Context: an optimization exercise on an open-source flow, tuned for small area, a short achievable clock period and few clock cycles per item. The choices shown serve that exercise and are no tape-out recipe.
Function was not checked in any run shown here: the RTL went through the layout flow alone.

==> flow/design.v <==
module sha256_engine (
    input  wire         clk,
    input  wire         rst,
    input  wire         in_valid,
    output wire         in_ready,
    input  wire         first,
    input  wire [511:0] block,       
    output reg          out_valid,
    output wire [255:0] digest       
);
    localparam [255:0] IV = {32'h6a09e667, 32'hbb67ae85, 32'h3c6ef372, 32'ha54ff53a,
                             32'h510e527f, 32'h9b05688c, 32'h1f83d9ab, 32'h5be0cd19};
    localparam [2047:0] KT = {
        32'h428a2f98, 32'h71374491, 32'hb5c0fbcf, 32'he9b5dba5, 32'h3956c25b, 32'h59f111f1, 32'h923f82a4, 32'hab1c5ed5,
        32'hd807aa98, 32'h12835b01, 32'h243185be, 32'h550c7dc3, 32'h72be5d74, 32'h80deb1fe, 32'h9bdc06a7, 32'hc19bf174,
        32'he49b69c1, 32'hefbe4786, 32'h0fc19dc6, 32'h240ca1cc, 32'h2de92c6f, 32'h4a7484aa, 32'h5cb0a9dc, 32'h76f988da,
        32'h983e5152, 32'ha831c66d, 32'hb00327c8, 32'hbf597fc7, 32'hc6e00bf3, 32'hd5a79147, 32'h06ca6351, 32'h14292967,
        32'h27b70a85, 32'h2e1b2138, 32'h4d2c6dfc, 32'h53380d13, 32'h650a7354, 32'h766a0abb, 32'h81c2c92e, 32'h92722c85,
        32'ha2bfe8a1, 32'ha81a664b, 32'hc24b8b70, 32'hc76c51a3, 32'hd192e819, 32'hd6990624, 32'hf40e3585, 32'h106aa070,
        32'h19a4c116, 32'h1e376c08, 32'h2748774c, 32'h34b0bcb5, 32'h391c0cb3, 32'h4ed8aa4a, 32'h5b9cca4f, 32'h682e6ff3,
        32'h748f82ee, 32'h78a5636f, 32'h84c87814, 32'h8cc70208, 32'h90befffa, 32'ha4506ceb, 32'hbef9a3f7, 32'hc67178f2};
    function [31:0] rotr;
        input [31:0] x;
        input integer n;
        rotr = (x >> n) | (x << (32 - n));
    endfunction
    function [31:0] maj3;
        input [31:0] x, y, z;
        maj3 = (x & y) | (x & z) | (y & z);
    endfunction
    reg          busy;                 
    reg          prep;                 
    reg          pend;                 
    reg          fq;                   
    reg          hiv;                  
    reg          ivc;                  
    reg          rdy;
    reg  [5:0]   r;                    
    reg  [255:0] h_q;                  
    reg  [31:0]  a, b, c, d, e, f, g, h;
    reg  [31:0]  x_q;                  
    reg  [31:0]  w [0:15];             
    assign in_ready = rdy;
    assign digest   = h_q;
    wire idle = ~busy & ~prep;
    wire r62  = busy & (r == 6'd62);
    wire last = busy & (r == 6'd63);
    wire [255:0] hs = hiv ? IV : h_q;
    wire [31:0] H0 = hs[255:224], H1 = hs[223:192], H2 = hs[191:160], H3 = hs[159:128];
    wire [31:0] H4 = hs[127:96],  H5 = hs[95:64],   H6 = hs[63:32],   H7 = hs[31:0];
    wire [31:0] s1   = rotr(e, 6) ^ rotr(e, 11) ^ rotr(e, 25);
    wire [31:0] ch   = (e & f) | (~e & g);
    wire [31:0] s0   = rotr(a, 2) ^ rotr(a, 13) ^ rotr(a, 22);
    wire [31:0] mj   = maj3(a, b, c);
    wire [31:0] p1s  = x_q ^ s1 ^ ch;                    
    wire [31:0] p1c  = {maj3(x_q, s1, ch), 1'b0};
    wire [31:0] p2s  = p1s ^ p1c ^ s0;                   
    wire [31:0] p2c  = {maj3(p1s, p1c, s0), 1'b0};
    wire [31:0] p3s  = p2s ^ p2c ^ mj;                   
    wire [31:0] p3c  = {maj3(p2s, p2c, mj), 1'b0};
    wire [31:0] a_n  = p3s + p3c;
    wire [31:0] q1s  = p1s ^ p1c ^ d;                    
    wire [31:0] q1c  = {maj3(p1s, p1c, d), 1'b0};
    wire [31:0] e_n  = q1s + q1c;
    wire [31:0] b_n  = a + (last ? H1 : 32'd0);
    wire [31:0] c_n  = b + (last ? H2 : 32'd0);
    wire [31:0] d_n  = c + (r62 ? H4 : (last ? H3 : 32'd0)) + (r62 ? ~H0 : 32'd0) + {31'd0, r62};
    wire [31:0] f_n  = e + (last ? H5 : 32'd0);
    wire [31:0] g_n  = f + (last ? H6 : 32'd0);
    wire [31:0] h_n  = g + (last ? H7 : 32'd0);
    wire        ivsel = (prep & (fq | ivc)) | (last & fq);
    wire [31:0] xa  = ivsel ? IV[31:0] : (prep ? h : g);
    wire [31:0] xb  = r62 ? H0 : ((last & ~fq) ? H7 : 32'd0);
    wire [5:0]  rn  = r + 6'd1;
    wire [31:0] kn  = KT[2047 - 32*rn -: 32];
    wire [31:0] x_n = xa + xb + kn + w[0];
    wire [31:0] ss0   = rotr(w[1], 7) ^ rotr(w[1], 18) ^ (w[1] >> 3);
    wire [31:0] ss1   = rotr(w[14], 17) ^ rotr(w[14], 19) ^ (w[14] >> 10);
    wire [31:0] w_new = ss1 + w[9] + ss0 + w[0];
    wire wload  = idle | r62;
    wire load_iv = (prep & (fq | ivc)) | (last & pend & fq);
    integer i;
    always @(posedge clk) begin
        for (i = 0; i < 15; i = i + 1)
            w[i] <= wload ? block[511 - 32*i -: 32] : w[i+1];
        w[15] <= wload ? block[31:0] : w_new;
        x_q <= x_n;
        if (load_iv)
            {a, b, c, d, e, f, g, h} <= IV;
        else if (busy)
            {a, b, c, d, e, f, g, h} <= {a_n, b_n, c_n, d_n, e_n, f_n, g_n, h_n};
        if (last)
            h_q <= {a_n, b_n, c_n, d_n, e_n, f_n, g_n, h_n};
        if (rst) begin
            busy      <= 1'b0;
            prep      <= 1'b0;
            pend      <= 1'b0;
            ivc       <= 1'b1;
            rdy       <= 1'b1;
            r         <= 6'd63;
            out_valid <= 1'b0;
        end else begin
            out_valid <= last;
            if (idle) begin
                if (in_valid) begin
                    prep <= 1'b1;
                    fq   <= first;
                    rdy  <= 1'b0;
                end
            end
            if (prep) begin
                prep <= 1'b0;
                busy <= 1'b1;
                r    <= 6'd0;
                hiv  <= fq | ivc;
                ivc  <= 1'b0;
            end
            if (busy) begin
                r   <= r + 6'd1;
                rdy <= (r == 6'd61);
                if (r62 & in_valid) begin
                    pend <= 1'b1;
                    fq   <= first;
                end
                if (last) begin
                    pend <= 1'b0;
                    hiv  <= fq;
                    if (!pend) begin
                        busy <= 1'b0;
                        r    <= 6'd63;
                        rdy  <= 1'b1;
                    end
                end
            end
        end
    end
endmodule
==> flow/run.sh <==
#!/bin/bash
# synth_recipe.tcl (not shown) runs the flow's synth.tcl, then flattens the netlist and writes it again
# the make line also repeats each setting of config.mk as NAME=value (left out here)
make -C /OpenROAD-flow-scripts/flow DESIGN_CONFIG=/design/flow/config.mk WORK_HOME=/design/flow/orfs CLKGATE_MAP_FILE= SYNTH_SCRIPT=/design/flow/synth_recipe.tcl finish
==> flow/config.mk <==
export PLATFORM = sky130hd
export DESIGN_NAME = sha256_engine
export DESIGN_NICKNAME = sha256_engine
export VERILOG_FILES = /design/flow/design.v
export SDC_FILE = /design/flow/constraint.sdc
export NUM_CORES = 4
export LEC_CHECK = 0
export CAP_MARGIN = 20
export CORE_MARGIN = 2
export CORE_UTILIZATION = 40
export SLEW_MARGIN = 20
==> flow/constraint.sdc <==
create_clock -name core_clock -period 10.0 [get_ports {clk}]
set_input_delay 2.0000 -clock core_clock [delete_from_list [all_inputs] [get_ports {clk}]]
set_output_delay 2.0000 -clock core_clock [all_outputs]
set_load 0.01 [all_outputs]
==> flow_summary.ini, run 1 <==
[clock_network]
postCtsSetupBuffers = 0
numCtsBuffers = 120
htreeDepth = 3
clock_sinks = 1070
cts_tree = yes
ctsResizeCount = 0
cts_hold_buf = 0
clock_path_buffers = 3
cts-root-buf = clkbuf_16
clk_pin_slew_ps = 60
clock_latency_ps = 810

[drt]
antenna_left = 0
drt-met1-wl_um = 109000
drc_errors = 0
dr.pass1.iters = 7
avgRoutedWirePerCell_um = 27.0
dr.max_layer_used = met5
drt_iter0_drc = 5102
vias = 57000
wl_met2_um = 139000
met3_length_um = 16900
wl_um = 284000
viasPerCell = 5.41

[run_status]
status = no timing/DRC/antenna violations

[sta]
drv_slew = 0
worst_pin_slew_ps = 1150
finalCritPeriodShare_pct = 83.6
setup_viol = 0
min_period_ps = 8360
hold_slack_ps = 380
timing.slew.headroom_pct = 23.6
fmax_ghz = 0.120
fin_tns_setup_ps = 0
fin_skew_ps = 64.1
rsz0062_at_grt = false
hold_viol_final = 0
fin_ws_ps = 1640

[setup_path]
required_ps = 10720
critPathKind = flip-flop to flip-flop
rrSetupSlack_ps = 1640
start_kind = flip-flop
path_cells = inv_1 -> ha_1 -> nand2b_1 -> nor2_1 -> xnor2_4 -> buf_4 -> nor2_1 -> o21ai_0 -> a311oi_1 -> o31ai_1 -> fa_1 -> fa_1 -> ha_1 -> and3_1 -> a221oi_1 -> o21ai_1 -> a31o_2 -> a21oi_2 -> nor3_1 -> o41a_1 -> a221o_1 -> a21oi_1 -> xnor2_1
crit_start = r[2]$_SDFFE_PP1N_
r2r_cells = 23
regToRegStartpoint = r[2]$_SDFFE_PP1N_
rr_endpoint = x_q[31]$_DFF_P_
cp.arrival_ps = 9070
crit_path_top_delay_cell = dfxtp_1
crit_fanout = 32
crit_buf_inv = 2
critical_path.max_stage_delay_ps = 760
critPathCaptureType = flip-flop
cp_top_family = compound AO/OA/AOI/OAI gates

[floorplan]
die_x_um = 408
ioPinCount = 774
dieArea_mm2 = 0.166
core_mm2 = 0.162
die_h_um = 408
initial_utilization_pct = 40.2
rows = 148

[synth]
seq_area_frac_synth_pct = 36.8
ys.warnings.count = 2
synth_area_mm2 = 0.0653
syn_avg_cell_area_um2 = 8.52
yosys_most_used_dff = dfxtp_1
synth_top_area_share_pct = 24.9
yosysUniqueCellTypes = 89
synth-seq-cells = 1070
synth_top_cells_by_area = dfxtp_1 25%, edfxtp_1 12%, nand2_1 11%
synth_edf_count = 258
synthCells = 7665
synth-async-reset-ratio_pct = 0
synth_fp_nets = 8800
yosys.area.top_type = dfxtp_1

[global_route]
track_usage_pct = 33.3
antenna_found_initial = 21
grt_pass1_vias = 57800
gr-total-overflow = 0
grt_max_degree = 208
grt_pass1_wl_um = 404000

[cells_and_area]
top_register = w
largest_registers = w (512), h_q (256)
layout-drive-gt1-share_pct = 4.75
largest_reg_flops = 512
finalNetCount = 9394
final_common_cell = nand2_1
area_growth_syn_to_layout_pct = 21.6
final_cell_mix = 1878 x nand2_1, 809 x dfxtp_1, 773 x clkdlybuf4s50_1

[placement]
portBuffers = 773
hpwl_um = 228000
pre_cts_slack_ps = 1650
gp_congestion = 0.970

[worst_hold_path]
hold_class = flip-flop to flip-flop
hold_depth = 2
hold_end = w[10][7]$_DFF_P_
hold_start = w[11][7]$_DFF_P_

[job]
drv_cap = 0
[per-stage QoR]
step	cells	area (µm²)	utilization, %
after floorplan	7665	65300	-
after global placement	10300	75200	46.3
after detailed placement	10300	75200	46.3
after CTS	10500	79400	48.9
after global routing	10500	79400	48.9
final	10500	79400	48.9
[kinds of logic (layout without fill, tap and decap cells)]
group                      count (synthesis)  count (layout)  share of synthesized area [%]
adders and majority gates                648             648                           15.6
buffers and inverters                    840            1537                           4.86
DFF                                     1070            1070                           36.8
other                                      0               9                              0
and+or+nand+nor                         3020            3020                           19.0
xor gates and xnor gates                 552             552                           7.45
AOI/OAI and AO/OA                       1338            1338                           13.3
muxes                                    197             197                           3.11
[worst max path at each step]
stage                               to  slack (ps)  cells after the start
detailed placement     x_q[31]$_DFF_P_        1650                     23
global placement       x_q[31]$_DFF_P_        1710                     23
CTS                    x_q[31]$_DFF_P_        1660                     23
floorplan           g[29]$_SDFFE_PP0P_        1770                     20
finish                 x_q[31]$_DFF_P_        1640                     23
global route           x_q[30]$_DFF_P_        1080                     24
[cell usage after synthesis (52+ instances only)]
cell and number:
nand2_1 1878, dfxtp_1 812, nor2_1 665, inv_1 436
xnor2_1 428, a21oi_1 357, clkbuf_1 344, ha_1 334
o21ai_0 311, fa_1 285, edfxtp_1 258, mux2i_1 170
a21o_1 124, xor2_1 120, and3_1 96, nor3_1 80
nand3_1 78, o211ai_1 74, a211oi_1 62, nand2b_1 52
[routing by layer]
| metal | vias to the layer above | global-route usage, % |
|---|---|---|
| met5 | - | 0 |
| met4 | 18 | 19.3 |
| met3 | 609 | 5.19 |
| met2 | 2165 | 58.2 |
| met1 | 27400 | 38.4 |
| li1 | 26800 | - |
[area by class of cell]
class,count,area [µm²]
Antenna cell,9,22.5
Clock buffer,177,3540
Clock inverter,48,591
Fill cell,15800,83000
Inverter,438,1650
Multi-Input combinational cell,5755,38200
Sequential cell,1070,24000
Tap cell,2175,2720
Timing Repair Buffer,874,8600
[tightest hold or removal path, stage by stage (launching register included)]
cell and delay (ps):
dfxtp_1 310, nand2_1 40, nand2_1 40
==> inputs of run 2 (changes only) <==
--- a/flow/config.mk
+++ b/flow/config.mk
@@ -9,3 +9,4 @@
 export CORE_MARGIN = 2
 export CORE_UTILIZATION = 40
+export SETUP_SLACK_MARGIN = 5
 export SLEW_MARGIN = 20
==> run 2 against run 1 <==
  * Via count is 3.1% higher
  * Register-to-register slack better by 2200 ps
  * Hold slack hardly changed
  * Critical path type unchanged
  * Non-clock buffer count is 152 higher
  * Sequential cell count stayed put
==> flow_summary.ini, run 2 <==
[worst_hold_path]
hold_start = w[4][15]$_DFF_P_
hold_end = w[3][15]$_DFF_P_
hold_depth = 2
hold_class = flip-flop to flip-flop

[sta]
fmax_ghz = 0.164
hold_slack_ps = 380
min_period_ps = 6110
fin_skew_ps = 79.7
fin_tns_setup_ps = 0
worst_pin_slew_ps = 1090
rsz0062_at_grt = true
setup_viol = 0
finalCritPeriodShare_pct = 61.1
hold_viol_final = 0
timing.slew.headroom_pct = 26.2
drv_slew = 0

[cells_and_area]
finalNetCount = 9550
area_growth_syn_to_layout_pct = 28.6
largest_reg_flops = 512
largest_registers = w (512), h_q (256)
top_register = w
final_cell_mix = 1865 x nand2_1, 773 x clkdlybuf4s50_1, 766 x dfxtp_1
layout-drive-gt1-share_pct = 10.8
final_common_cell = nand2_1
fin_area_mm2 = 0.0840

[clock_network]
clock_latency_ps = 800
clock_path_buffers = 3
cts_tree = yes
clk_pin_slew_ps = 60
numCtsBuffers = 120
cts_hold_buf = 0
htreeDepth = 3
cts-root-buf = clkbuf_16
clock_sinks = 1070

[placement]
place_area_mm2 = 0.0752
hpwl_um = 220000
gp_congestion = 0.969
portBuffers = 773

[floorplan]
die_h_um = 408
rows = 148
initial_utilization_pct = 40.2
core_mm2 = 0.162
dieArea_mm2 = 0.166
ioPinCount = 774
die_x_um = 408

[drt]
wl_um = 286000
viasPerCell = 5.48
drt_iter0_drc = 5624
dr.pass1.iters = 8
antenna_left = 0
drc_errors = 0
vias = 58800
avgRoutedWirePerCell_um = 26.7

[synth]
seq_area_frac_synth_pct = 36.8
synth_edf_count = 258
synth_area_mm2 = 0.0653
syn_avg_cell_area_um2 = 8.52
synth-async-reset-ratio_pct = 0
synthCells = 7665
synth_top_area_share_pct = 24.9
synth-seq-cells = 1070
synth_fp_nets = 8800
yosys-top-cells-count = 1878 x nand2_1, 812 x dfxtp_1, 665 x nor2_1
yosysMostFrequentCell = nand2_1
synth_top_cells_by_area = dfxtp_1 25%, edfxtp_1 12%, nand2_1 11%
yosys.area.top_type = dfxtp_1
ys.warnings.count = 2
yosys_most_used_dff = dfxtp_1
yosysUniqueCellTypes = 89

[run_status]
status = no timing/DRC/antenna violations

[global_route]
grt_pass1_wl_um = 402000
grt_max_degree = 208
track_usage_pct = 33.0
grt_pass1_vias = 58100
gr-total-overflow = 0
antenna_found_initial = 27

[setup_path]
critPathKind = flip-flop to flip-flop
r2r_cells = 25
cp.arrival_ps = 6820
crit_fanout = 8
regToRegStartpoint = r[0]$_SDFFE_PP1N_
start_kind = flip-flop
rr_endpoint = x_q[31]$_DFF_P_
rrSetupSlack_ps = 3890
required_ps = 10700
critPathCaptureType = flip-flop

[job]
drv_cap = 0
==> run 2: changes by cell type in the layout (fill, tap and decap cells not counted), moves of 26 or more <==
cell / previous run / this run
a21oi_2: 2 / 34
buf_4: 93 / 176
a21oi_1: 357 / 316
o21ai_0: 311 / 261
xnor2_1: 425 / 394
o21ai_1: 7 / 34
buf_6: 0 / 32
dfxtp_4: 1 / 27
dfxtp_1: 809 / 766
ha_1: 333 / 299
==> run 2: worst max path at each step <==
stage                       from               to  slack, ps  depth (start not counted)
2_1_floorplan  r[0]$_SDFFE_PP1N_  x_q[31]$_DFF_P_       4160                         28
3_3_place_gp   r[0]$_SDFFE_PP1N_  x_q[31]$_DFF_P_       1960                         27
3_5_place_dp   r[0]$_SDFFE_PP1N_  x_q[31]$_DFF_P_       1990                         27
4_1_cts        r[0]$_SDFFE_PP1N_  x_q[31]$_DFF_P_       3740                         29
5_1_grt        r[0]$_SDFFE_PP1N_  x_q[31]$_DFF_P_       3710                         25
6_report       r[0]$_SDFFE_PP1N_  x_q[31]$_DFF_P_       3890                         25
==> run 2: area by class of cell <==
class / count / area [µm²]
fill: 15300 / 78400
clock inverter: 65 / 910
tap: 2175 / 2720
antenna: 20 / 50.0
timing repair buffer: 1026 / 10400
sequential: 1070 / 24100
inverter: 438 / 1720
multi-input combinational: 5757 / 40500
timing repair inverter: 2 / 17.5
clock buffer: 165 / 3520
==> run 2: cell families (layout without fill, tap and decap cells) <==
logic type	count (synthesis)	in the layout	share of synthesized area [%]
compound gates	1338	1338	13.3
xor+xnor	552	554	7.45
fa+ha+maj	648	648	15.6
buf+inv	840	1696	4.86
flops	1070	1070	36.8
mux	197	197	3.11
other cells	0	20	0
simple gates	3020	3020	19.0
==> run 2: repair_timing <==
action	CTS	global route
gates cloned	6	9
endpoints found under the setup margin	290	113
pin swaps	99	126
gates resized for setup	329	258
buffers inserted	112	60
==> run 2: per-layer routing <==
layer / up-vias / wire (µm) / GRT usage (%)
met5: - / 88 / 0
met4: 12 / 23100 / 22.5
met3: 708 / 19600 / 5.26
met2: 2638 / 138000 / 56.5
met1: 28300 / 106000 / 37.8
li1: 27100 / - / -
==> run 2: per-stage QoR <==
stage	util (%)	std cells	worst slack, ps
CTS	50.6	10600	3740
global route	51.7	10700	3710
detailed placement	46.3	10300	1990
floorplan	-	7665	4160
finish	51.7	10700	3890
global placement	46.3	10300	1960
==> run 2: critical path, stage by stage, from the launching register on <==
cell and delay [ps]:
dfxtp_4 430, ha_4 200, inv_6 40, ha_4 280, inv_2 90, ha_4 400
buf_4 180, nand2_4 120, a31oi_4 230, nor2_1 70, a311oi_2 270, nor3_4 100
fa_1 560, fa_1 420, ha_2 210, fa_2 390, a21o_1 230, a211oi_4 270
o21ai_2 110, a31o_4 250, a21oi_4 180, nor3_2 70, o41a_1 350, a221o_1 350
a21oi_2 130, xnor2_1 120
==> inputs of run 3 (changes only) <==
==> flow/design.v (replaced) <==
module sha256_engine (
    input  wire         clk,
    input  wire         rst,
    input  wire         in_valid,
    output wire         in_ready,
    input  wire         first,
    input  wire [511:0] block,       
    output reg          out_valid,
    output wire [255:0] digest       
);
    localparam [255:0] IV = {32'h6a09e667, 32'hbb67ae85, 32'h3c6ef372, 32'ha54ff53a,
                             32'h510e527f, 32'h9b05688c, 32'h1f83d9ab, 32'h5be0cd19};
    localparam [2047:0] KT = {
        32'h428a2f98, 32'h71374491, 32'hb5c0fbcf, 32'he9b5dba5, 32'h3956c25b, 32'h59f111f1, 32'h923f82a4, 32'hab1c5ed5,
        32'hd807aa98, 32'h12835b01, 32'h243185be, 32'h550c7dc3, 32'h72be5d74, 32'h80deb1fe, 32'h9bdc06a7, 32'hc19bf174,
        32'he49b69c1, 32'hefbe4786, 32'h0fc19dc6, 32'h240ca1cc, 32'h2de92c6f, 32'h4a7484aa, 32'h5cb0a9dc, 32'h76f988da,
        32'h983e5152, 32'ha831c66d, 32'hb00327c8, 32'hbf597fc7, 32'hc6e00bf3, 32'hd5a79147, 32'h06ca6351, 32'h14292967,
        32'h27b70a85, 32'h2e1b2138, 32'h4d2c6dfc, 32'h53380d13, 32'h650a7354, 32'h766a0abb, 32'h81c2c92e, 32'h92722c85,
        32'ha2bfe8a1, 32'ha81a664b, 32'hc24b8b70, 32'hc76c51a3, 32'hd192e819, 32'hd6990624, 32'hf40e3585, 32'h106aa070,
        32'h19a4c116, 32'h1e376c08, 32'h2748774c, 32'h34b0bcb5, 32'h391c0cb3, 32'h4ed8aa4a, 32'h5b9cca4f, 32'h682e6ff3,
        32'h748f82ee, 32'h78a5636f, 32'h84c87814, 32'h8cc70208, 32'h90befffa, 32'ha4506ceb, 32'hbef9a3f7, 32'hc67178f2};
    function [31:0] rotr;
        input [31:0] x;
        input integer n;
        rotr = (x >> n) | (x << (32 - n));
    endfunction
    reg         busy;
    reg  [5:0]  round;
    reg  [255:0] h_q;                  
    reg  [31:0] a, b, c, d, e, f, g, h;
    reg  [31:0] w [0:15];              
    assign in_ready = ~busy;
    assign digest   = h_q;
    wire take = in_valid & in_ready;
    wire [31:0] s1    = rotr(e, 6) ^ rotr(e, 11) ^ rotr(e, 25);
    wire [31:0] ch    = (e & f) ^ (~e & g);
    wire [31:0] t1    = h + s1 + ch + KT[2047 - 32*round -: 32] + w[0];
    wire [31:0] s0    = rotr(a, 2) ^ rotr(a, 13) ^ rotr(a, 22);
    wire [31:0] maj   = (a & b) ^ (a & c) ^ (b & c);
    wire [31:0] t2    = s0 + maj;
    wire [31:0] ss0   = rotr(w[1], 7) ^ rotr(w[1], 18) ^ (w[1] >> 3);
    wire [31:0] ss1   = rotr(w[14], 17) ^ rotr(w[14], 19) ^ (w[14] >> 10);
    wire [31:0] w_new = ss1 + w[9] + ss0 + w[0];
    wire [255:0] start = first ? IV : h_q;
    integer i;
    always @(posedge clk) begin
        if (rst) begin
            busy      <= 1'b0;
            round     <= 6'd0;
            out_valid <= 1'b0;
            h_q       <= IV;
        end else begin
            out_valid <= 1'b0;
            if (take) begin
                busy  <= 1'b1;
                round <= 6'd0;
                h_q   <= start;
                {a, b, c, d, e, f, g, h} <= start;
                for (i = 0; i < 16; i = i + 1)
                    w[i] <= block[511 - 32*i -: 32];
            end else if (busy) begin
                h <= g;
                g <= f;
                f <= e;
                e <= d + t1;
                d <= c;
                c <= b;
                b <= a;
                a <= t1 + t2;
                for (i = 0; i < 15; i = i + 1)
                    w[i] <= w[i+1];
                w[15] <= w_new;
                round <= round + 6'd1;
                if (round == 6'd63) begin
                    busy      <= 1'b0;
                    out_valid <= 1'b1;
                    h_q <= {h_q[255:224] + t1 + t2, h_q[223:192] + a, h_q[191:160] + b, h_q[159:128] + c,
                            h_q[127:96] + d + t1, h_q[95:64] + e, h_q[63:32] + f, h_q[31:0] + g};
                end
            end
        end
    end
endmodule
--- a/flow/config.mk
+++ b/flow/config.mk
@@ -9,4 +9,3 @@
 export CORE_MARGIN = 2
 export CORE_UTILIZATION = 40
-export SETUP_SLACK_MARGIN = 5
 export SLEW_MARGIN = 20
==> run 3 against run 2 <==
  * Fmax down 34%
  * Sequential cell count decreased by 38
  * Critical path depth up 15
  * Utilization is 1.8 points lower
  * Area after synthesis increased by 10%
  * Setup slack worse by 3100 ps
  * Routed wire length increased by 7.2%
  * Largest cell class unchanged
==> flow_summary.ini, run 3 <==
[run_status]
status = no timing/DRC/antenna violations

[drt]
viasPerCell = 5.56
antenna_left = 0
drt_iter0_drc = 6105
drc_errors = 0
avgRoutedWirePerCell_um = 26.4
dr.pass1.iters = 6
wl_um = 307000
vias = 64700

[worst_hold_path]
hold_depth = 2
hold_class = flip-flop to flip-flop
hold_end = h_q[103]$_SDFFE_PP0P_
hold_start = h_q[103]$_SDFFE_PP0P_

[placement]
place_area_mm2 = 0.0849
portBuffers = 773
gp_congestion = 1.02
hpwl_um = 236000
numPlacedInstances = 11400
pre_cts_slack_ps = 956

[cells_and_area]
final_common_cell = nand2_1
largest_reg_flops = 512
finalNetCount = 10300
finalNonFillerCells = 11600
top_register = w
layout-drive-gt1-share_pct = 8.34
fillers = 16900
final_cell_mix = 2014 x nand2_1, 771 x clkdlybuf4s50_1, 768 x edfxtp_1
largest_registers = w (512), h_q (256)
fin_area_mm2 = 0.0891
area_growth_syn_to_layout_pct = 24.0

[sta]
drv_slew = 0
worst_pin_slew_ps = 1180
hold_viol_final = 0
fmax_ghz = 0.109
timing.slew.headroom_pct = 21.7
fin_skew_ps = 78.1
hold_slack_ps = 488
fin_ws_ps = 790
setup_viol = 0
rsz0062_at_grt = false
finalCritPeriodShare_pct = 92.1
min_period_ps = 9210

[clock_network]
htreeDepth = 3
numCtsBuffers = 121
cts-root-buf = clkbuf_16
ctsResizeCount = 0
clock_latency_ps = 830
postCtsSetupBuffers = 0
cts_hold_buf = 0
clock_path_buffers = 3
cts_tree = yes
clock_sinks = 1032
clk_pin_slew_ps = 60

[floorplan]
initial_utilization_pct = 40.3
dieArea_mm2 = 0.183
die_x_um = 428
core_mm2 = 0.179
die_h_um = 428
rows = 155
ioPinCount = 774

[synth]
ys.warnings.count = 2
synth-async-reset-ratio_pct = 0
yosys.area.top_type = edfxtp_1
syn_avg_cell_area_um2 = 8.76
synth_top_cells_by_area = edfxtp_1 32%, nand2_1 11%, ha_1 7.4%
synth-seq-cells = 1032
synth_edf_count = 768
yosys_most_used_dff = edfxtp_1
synthCells = 8214
synth_top_area_share_pct = 32.1
yosys-top-cells-count = 2018 x nand2_1, 768 x edfxtp_1, 634 x a21oi_1
synth_area_mm2 = 0.0719
yosysMostFrequentCell = nand2_1
yosysUniqueCellTypes = 95
seq_area_frac_synth_pct = 39.4
synth_fp_nets = 9376

[setup_path]
critPathCaptureType = flip-flop
rrSetupSlack_ps = 790
regToRegStartpoint = round[2]$_SDFFE_PP0P_
crit_fanout = 10
cp.arrival_ps = 9890
rr_endpoint = h_q[127]$_SDFFE_PP0P_
path_common_cell = buf_4
required_ps = 10680
crit_path_top_delay_cell = nor3_1
r2r_cells = 40
critPathKind = flip-flop to flip-flop
start_kind = flip-flop
critical_path.max_stage_delay_ps = 640

[global_route]
gr-total-overflow = 0
grt_pass1_vias = 62900
grt_max_degree = 220
met2_usage_pct = 53.6
grt_use_met3_pct = 5.93
antenna_found_initial = 53
use_met1_pct = 40.3
track_usage_pct = 32.5
grt_pass1_wl_um = 439000
top_usage_layer = met2

[job]
drv_cap = 0
run 3: changes by cell type after synthesis, moves of 89 or more:
cell      before   now
nor3_1        80   173
ha_1         334   425
nand3b_1       7   114
o21ai_0      311   400
dfxtp_1      812   264
nand3_1       78   174
edfxtp_1     258   768
a21oi_1      357   634
mux2i_1      170    12
nand2_1     1878  2018
run 3: through the flow:
| stage | utilization [%] | TNS, ps |
|---|---|---|
| floorplan | - | -3213470 |
| global route | 49.9 | 0 |
| finish | 49.9 | 0 |
| global placement | 47.5 | 0 |
| CTS | 49.9 | 0 |
| detailed placement | 47.5 | 0 |
run 3: critical path: cells and delay by family, from the launching register on:
family	cells	cell delay, ps
AND/OR/NAND/NOR	7	1790
XOR/XNOR	4	700
AO/OA/AOI/OAI	16	3320
buffers and inverters	9	1340
flip-flops	1	430
adder cells (fa/ha/maj)	4	1550
run 3: worst max-delay path by stage:
stage	startpoint	to	slack [ps]	cells after the start
after detailed placement	round[2]$_SDFFE_PP0P_	h_q[127]$_SDFFE_PP0P_	960	37
after CTS	round[2]$_SDFFE_PP0P_	h_q[127]$_SDFFE_PP0P_	910	40
final	round[2]$_SDFFE_PP0P_	h_q[127]$_SDFFE_PP0P_	790	40
after global routing	round[2]$_SDFFE_PP0P_	h_q[127]$_SDFFE_PP0P_	220	37
after floorplan	rst	a[0]$_DFFE_PP_	-4180	4
after global placement	round[2]$_SDFFE_PP0P_	h_q[127]$_SDFFE_PP0P_	930	40
run 3: logic make-up after synthesis:
family	count (synthesis)	synth area share [%]
simple gates	3363	19.9
compound gates	1696	14.5
flops	1032	39.4
buf+inv	802	4.19
fa+ha+maj	680	14.0
xor+xnor	604	7.39
mux	37	0.605
run 3: cell type report:
class | instances | area (µm²) | area share, %
antenna | 29 | 72.6 | 0.0814
timing repair buffer | 1254 | 11600 | 13.0
clock inverter | 70 | 803 | 0.901
inverter | 357 | 1340 | 1.50
clock buffer | 162 | 3340 | 3.75
sequential | 1032 | 28300 | 31.8
tap | 2355 | 2950 | 3.31
multi-input combinational | 6380 | 40700 | 45.7
run 3: routing by layer:
layer,vias up,part of all wire [%]
li1,30200,-
met1,31500,40
met2,2396,47
met3,567,6.5
met4,46,6.1
met5,-,0.10

==> port drivers added, routing unchanged <==
Ports are ideal in the flow. The routed layouts listed here were re-timed in OpenROAD. Step 1 sets driving cells, clkbuf_16 on the clock port and buf_2 on the other inputs (assumed; they add their load-dependent delay and slew). Step 2 adds t to the input delays and takes it off the output delays; t is the mean of the earliest and latest rising clock arrival at the registers after step 1. Input paths then give back, and output paths get back, about the clock's delay inside the block. a / b / c = no drivers / after step 1 / after step 2; a / b = the first two.
run | t, ns | setup slack, ns | hold slack, ns | worst setup path at the end | worst slew at a driven data input, ns
run 1 | 0.867 | 1.645 / 1.645 / 1.645 | 0.380 / 0.380 / 0.380 | register to register | 0.13
run 2 | 0.853 | 3.889 / 3.889 / 3.889 | 0.380 / 0.380 / 0.380 | register to register | 0.13
run 3 | 0.875 | 0.790 / 0.790 / 0.790 | 0.488 / 0.488 / 0.488 | register to register | 0.20
After both steps every run listed still meets setup and hold.
